From an optimization exercise on the open Yosys and OpenROAD flow, aimed at small area; shortcuts taken in it are not production practice.
The RTL was checked by simulation tests, not by an equivalence proof against the original design.

==> inputs of v39 <==
// drv_unit
module drv_unit (
    input  wire        clk,
    input  wire        rst_n,
    input  wire        wr_en,
    input  wire [1:0]  wr_ch,
    input  wire [4:0]  wr_sub,
    input  wire [15:0] wr_data,
    output reg         wr_ack,
    output reg         wr_nak,
    input  wire [1:0]  rd_ch,
    input  wire [4:0]  rd_sub,
    output reg  [31:0] rd_data,
    input  wire [3:0]  flt,
    output wire [3:0]  drv_a,
    output wire [3:0]  drv_b,
    output wire [3:0]  flt_route,
    output wire [3:0]  evt_latched,
    output wire [3:0]  evt_released,
    output wire [3:0]  evt_tripping
);
==> module drv_unit, before the edit <==
module drv_unit (
    input  wire        clk,
    input  wire        rst_n,
    input  wire        wr_en,
    input  wire [1:0]  wr_ch,
    input  wire [4:0]  wr_sub,
    input  wire [15:0] wr_data,
    output reg         wr_ack,
    output reg         wr_nak,
    input  wire [1:0]  rd_ch,
    input  wire [4:0]  rd_sub,
    output reg  [31:0] rd_data,
    input  wire [3:0]  flt,
    output wire [3:0]  drv_a,
    output wire [3:0]  drv_b,
    output wire [3:0]  flt_route,
    output wire [3:0]  evt_latched,
    output wire [3:0]  evt_released,
    output wire [3:0]  evt_tripping
);
    wire [3:0]  stopped;
    wire [31:0] rdata [0:3];
    wire [15:0] per_sh [0:3];
    wire [15:0] cmp_sh [0:3];
    wire [15:0] cap_sh [0:3];
    wire [3:0]  capd_sh;
    wire st = stopped[wr_ch];
    reg  refuse;
    always @(*) begin
        case (wr_sub)
            5'h01:   refuse = !st || (wr_data[11:8] != 4'd0) || wr_data[7];
            5'h02:   refuse = (wr_data[15:6] == 10'd0);
            5'h03:   refuse = 1'b0;
            5'h04:   refuse = 1'b0;
            5'h05, 5'h06, 5'h07, 5'h08, 5'h0A:
                     refuse = !st || (wr_data[15:8] != 8'd0);
            5'h09:   refuse = !st || (wr_data[15:4] != 12'd0);
            5'h0B:   refuse = !st || (wr_data == 16'd0);
            5'h15:   refuse = (wr_data != 16'd1);
            5'h17:   refuse = 1'b0;
            5'h18:   refuse = (wr_data[15:1] != 15'd0);
            default: refuse = 1'b1;
        endcase
    end
    wire acc = wr_en && !refuse;
    function ge_c;
        input [16:0] a;
        input [16:0] b;
        input        ci;
        integer n;
        reg c;
        begin
            c = ci;
            for (n = 0; n < 17; n = n + 1)
                c = (a[n] & ~b[n]) | (a[n] & c) | (~b[n] & c);
            ge_c = c;
        end
    endfunction
    wire        is_per = (wr_sub == 5'h02);
    wire        is_cmp = (wr_sub == 5'h03);
    wire [15:0] per_c  = per_sh[wr_ch];
    wire [15:0] cmp_c  = cmp_sh[wr_ch];
    wire [15:0] cap_c  = cap_sh[wr_ch];
    wire        capd_c = capd_sh[wr_ch];
    wire [15:0] other  = is_cmp ? cap_c : cmp_c;
    wire        w_min  = ge_c({1'b0, other}, {1'b0, wr_data}, is_cmp);
    wire [15:0] per_w  = is_per ? wr_data : per_c;
    wire [15:0] c_eff  = is_per ? (capd_c ? cap_c : cmp_c) : (w_min ? wr_data : other);
    wire        capd_w = is_per ? capd_c : (w_min ^ is_cmp);
    reg [31:0] product;
    reg [15:0] ms, mc, ns, nc, pp, sh1;
    integer i, j;
    always @(*) begin
        ms = c_eff & {16{per_w[0]}};
        mc = 16'd0;
        product = 32'd0;
        product[0] = ms[0];
        for (i = 1; i < 16; i = i + 1) begin
            pp  = c_eff & {16{per_w[i]}};
            sh1 = {1'b0, ms[15:1]};
            for (j = 0; j < 16; j = j + 1) begin
                ns[j] = pp[j] ^ sh1[j] ^ mc[j];
                nc[j] = (pp[j] & sh1[j]) | (pp[j] & mc[j]) | (sh1[j] & mc[j]);
            end
            ms = ns;
            mc = nc;
            product[i] = ms[0];
        end
        product[31:16] = {1'b0, ms[15:1]} + mc;
    end
    wire [15:0] q0      = product[31:16];
    wire [15:0] q1      = q0 + 16'd1;
    wire        q_up    = ge_c({1'b0, product[15:0]}, {1'b0, ~q0}, 1'b1);    
    wire [15:0] on_w    = q_up ? q1 : q0;
    genvar k;
    generate
        for (k = 0; k < 4; k = k + 1) begin : g_ch
            drv_channel u_ch (
                .clk       (clk),
                .rst_n     (rst_n),
                .wacc      (acc && (wr_ch == k)),
                .wsub      (wr_sub),
                .wdata     (wr_data),
                .on_w      (on_w),
                .capd_w    (capd_w),
                .stopped   (stopped[k]),
                .per_sh    (per_sh[k]),
                .cmp_sh    (cmp_sh[k]),
                .cap_sh    (cap_sh[k]),
                .capd_sh   (capd_sh[k]),
                .rsel      (rd_ch == k),
                .rsub      (rd_sub),
                .rdata     (rdata[k]),
                .flt_pin   (flt[k]),
                .drv_a     (drv_a[k]),
                .drv_b     (drv_b[k]),
                .flt_route (flt_route[k]),
                .ev_latch  (evt_latched[k]),
                .ev_rel    (evt_released[k]),
                .ev_trip   (evt_tripping[k])
            );
        end
    endgenerate
    always @(posedge clk) begin
        if (!rst_n) begin
            wr_ack  <= 1'b0;
            wr_nak  <= 1'b0;
            rd_data <= 32'd0;
        end else begin
            wr_ack  <= acc;
            wr_nak  <= wr_en && refuse;
            rd_data <= rdata[0] | rdata[1] | rdata[2] | rdata[3];
        end
    end
endmodule
Settings: LEC_CHECK=0, CAP_MARGIN=20, CORE_MARGIN=2, CORE_UTILIZATION=60, CTS_BUF_LIST=sky130_fd_sc_hd__clkbuf_8, CTS_CLUSTER_DIAMETER=60, CTS_CLUSTER_SIZE=12, PLACE_DENSITY=0.75, SLEW_MARGIN=20; clock period 22.0 ns.
standard.sh (not shown) runs the stock make flow with config.mk's settings and CLKGATE_MAP_FILE= SYNTH_SCRIPT=/design/flow/synth_recipe.tcl, a recipe that flattens the netlist after the stock synthesis.
==> flow/flow/run.sh <==
#!/bin/bash
# Own layout flow: the standard flow (standard.sh, all ORFS steps), with two
# changes in how the layout is made:
#  - Yosys's ABC mapping of the combinational logic uses an area-oriented script
#    (flow/abc_area.script) in place of ORFS's abc_speed.script; register
#    mapping, names and cell types are those of the standard synthesis;
#  - clock tree synthesis uses clkbuf_8 leaf clusters and inserts no dummy
#    loads.
set -euo pipefail
WORK="$(cd "$(dirname "${BASH_SOURCE[0]}")/.." && pwd)"
cd "$WORK"
rm -rf "$WORK/scripts_area"
cp -r "$FLOW_HOME/scripts" "$WORK/scripts_area"
cp "$WORK/flow/abc_area.script" "$WORK/scripts_area/abc_speed.script"
export CTS_ARGS="-sink_clustering_enable -repair_clock_nets -dont_use_dummy_load -buf_list sky130_fd_sc_hd__clkbuf_8 -sink_clustering_size 12 -sink_clustering_max_diameter 60"
bash "$WORK/standard.sh" SCRIPTS_DIR="$WORK/scripts_area" finish > "$WORK/standard_flow.log" 2>&1
==> flow/flow/abc_area.script <==
&get -n
&st
&dch -f
&nf -a
&st
&syn2
&dch -f
&nf -a
&st
&syn2
&dch -f
&nf -a
&put
topo
stime -c
==> v7: changes against v39 <==
--- a/flow/design.v
+++ b/flow/design.v
@@ -365,10 +365,10 @@
     wire [15:0] cmp_c  = cmp_sh[wr_ch];
     wire [15:0] cap_c  = cap_sh[wr_ch];
     wire        capd_c = capd_sh[wr_ch];
-    wire [15:0] other  = is_cmp ? cap_c : cmp_c;
-    wire        w_min  = ge_c({1'b0, other}, {1'b0, wr_data}, is_cmp);
+    wire [15:0] sh_x   = (is_per ? capd_c : is_cmp) ? cap_c : cmp_c;
+    wire        w_min  = ge_c({1'b0, sh_x}, {1'b0, wr_data}, is_cmp);
     wire [15:0] per_w  = is_per ? wr_data : per_c;
-    wire [15:0] c_eff  = is_per ? (capd_c ? cap_c : cmp_c) : (w_min ? wr_data : other);
+    wire [15:0] c_eff  = (!is_per && w_min) ? wr_data : sh_x;
     wire        capd_w = is_per ? capd_c : (w_min ^ is_cmp);
     reg [31:0] product;
     reg [15:0] ms, mc, ns, nc, pp, sh1;
==> flow/flow/run.sh (replaced) <==
#!/bin/bash
# Own layout flow: the standard flow (standard.sh, all ORFS steps), with three
# changes in how the layout is made:
#  - Yosys's ABC mapping of the combinational logic uses an area-oriented script
#    (flow/abc_area.script) in place of ORFS's abc_speed.script; register
#    mapping, names and cell types are those of the standard synthesis;
#  - clock tree synthesis uses clkbuf_8 leaf clusters and inserts no dummy
#    loads;
#  - every input and output port still gets its own buffer (buffer_ports), but
#    the buffer is sky130_fd_sc_hd__buf_1.
set -euo pipefail
WORK="$(cd "$(dirname "${BASH_SOURCE[0]}")/.." && pwd)"
cd "$WORK"
rm -rf "$WORK/scripts_area"
cp -r "$FLOW_HOME/scripts" "$WORK/scripts_area"
cp "$WORK/flow/abc_area.script" "$WORK/scripts_area/abc_speed.script"
export CTS_ARGS="-sink_clustering_enable -repair_clock_nets -dont_use_dummy_load -buf_list sky130_fd_sc_hd__clkbuf_8 -sink_clustering_size 12 -sink_clustering_max_diameter 60"
export BUFFER_PORTS_ARGS="-buffer_cell sky130_fd_sc_hd__buf_1"
bash "$WORK/standard.sh" SCRIPTS_DIR="$WORK/scripts_area" finish > "$WORK/standard_flow.log" 2>&1
==> v10: changes against v39 <==
==> flow/run.sh (new file) <==
#!/bin/bash
# synth_recipe.tcl (not shown) runs the flow's synth.tcl, then flattens the netlist and writes it again
# the make line also repeats each setting of config.mk as NAME=value (left out here)
make -C /OpenROAD-flow-scripts/flow DESIGN_CONFIG=/design/flow/config.mk WORK_HOME=/design/flow/orfs CLKGATE_MAP_FILE= SYNTH_SCRIPT=/design/flow/synth_recipe.tcl finish
removed: flow/flow/run.sh
removed: flow/flow/abc_area.script
removed: flow/standard.sh
==> v8: changes against v39 <==
--- a/flow/flow/run.sh
+++ b/flow/flow/run.sh
@@ -5,7 +5,9 @@
 #    (flow/abc_area.script) in place of ORFS's abc_speed.script; register
 #    mapping, names and cell types are those of the standard synthesis;
 #  - clock tree synthesis uses clkbuf_8 leaf clusters and inserts no dummy
-#    loads.
+#    loads;
+#  - every input and output port still gets its own buffer (buffer_ports), but
+#    the buffer is sky130_fd_sc_hd__buf_1.
 set -euo pipefail
 WORK="$(cd "$(dirname "${BASH_SOURCE[0]}")/.." && pwd)"
 cd "$WORK"
@@ -13,4 +15,5 @@
 cp -r "$FLOW_HOME/scripts" "$WORK/scripts_area"
 cp "$WORK/flow/abc_area.script" "$WORK/scripts_area/abc_speed.script"
 export CTS_ARGS="-sink_clustering_enable -repair_clock_nets -dont_use_dummy_load -buf_list sky130_fd_sc_hd__clkbuf_8 -sink_clustering_size 12 -sink_clustering_max_diameter 60"
+export BUFFER_PORTS_ARGS="-buffer_cell sky130_fd_sc_hd__buf_1"
 bash "$WORK/standard.sh" SCRIPTS_DIR="$WORK/scripts_area" finish > "$WORK/standard_flow.log" 2>&1
==> flow_metrics.tcl <==
set metrics [dict create \
    status "timing/DRC/antenna clean" \
    met2WireLength_um 123000 \
    seqPwrFrac_pct 61.2 \
    path_buf_inv 9 \
    clockNetworkAreaShare_pct 2.53 \
    clockPowerShare_pct 31.2 \
    inv_count 275 \
    hold_start "g_ch[2].u_ch.s1" \
    antenna_found_initial 40 \
]
the above is filed under v39

==> flow_metrics.tcl <==
set metrics [dict create \
    seqPwrFrac_pct 57.3 \
    status "timing/DRC/antenna clean" \
    met2WireLength_um 130000 \
    clockNetworkAreaShare_pct 3.58 \
    dp.cells 9308 \
    clockPowerShare_pct 34.9 \
    numCtsBuffers 149 \
    hold_start "g_ch[1].u_ch.s1" \
    wl_met1_um 118000 \
    path_buf_inv 10 \
]
the above is filed under v10

==> flow_metrics.tcl <==
set metrics [dict create \
    status "timing/DRC/antenna clean" \
    clk_pin_slew_worst_paths_ns 0.08 \
    clockPowerShare_pct 10.5 \
    antenna_found_initial 43 \
    hold_start "g_ch[2].u_ch.s1" \
    inv_count 268 \
    clockNetworkAreaShare_pct 2.66 \
    met2WireLength_um 125000 \
    p_per_area_mw_per_mm2 191 \
]
the above is filed under v7

==> flow_metrics.tcl <==
set metrics [dict create \
    status "timing/DRC/antenna clean" \
    clockPowerShare_pct 31.7 \
    top_layer_used "met5" \
    path_buf_inv 10 \
    hold_start "g_ch[0].u_ch.s1" \
    inv_count 275 \
    clockNetworkAreaShare_pct 2.65 \
    antenna_found_initial 35 \
]
the above is filed under v8

## re-timing with driven ports
How much do the figures lean on ideal ports? The routed layouts below were timed once more, with nothing changed but the port constraints. Step 1 (the two cells are an assumption about what drives the block):
set clk [get_ports {clk}]
set_driving_cell -lib_cell sky130_fd_sc_hd__clkbuf_16 $clk
set_driving_cell -lib_cell sky130_fd_sc_hd__buf_2 [delete_from_list [all_inputs] $clk]
Step 2 moves the port delays by t, midway between the first and last clock arrival at a register: inputs arrive t later, outputs are due t later. That takes back most of the time a late clock gives input paths. a / b / c = ideal ports / drivers / drivers and shift; a / b = the first two.
| run | t, ns | setup slack, ns | latest minus earliest clock arrival (ns) | worst data-port slew with drivers (ns) |
|---|---|---|---|---|
| v39 | 0.969 | 1.077 / 1.138 / 0.170 | 0.107 / 0.107 | 0.05 |
| v7 | 0.977 | 1.351 / 1.389 / 0.413 | 0.120 / 0.119 | 0.06 |
| v10 | 1.012 | 2.327 / 2.386 / 1.373 | 0.077 / 0.077 | 0.06 |
| v8 | 1.015 | 1.187 / 1.227 / 0.212 | 0.130 / 0.130 | 0.05 |
After both steps every run listed still meets setup and hold. The setup slack of v8, which loses most, moves by +0.040 ns with the drivers and by -0.975 ns with both steps.
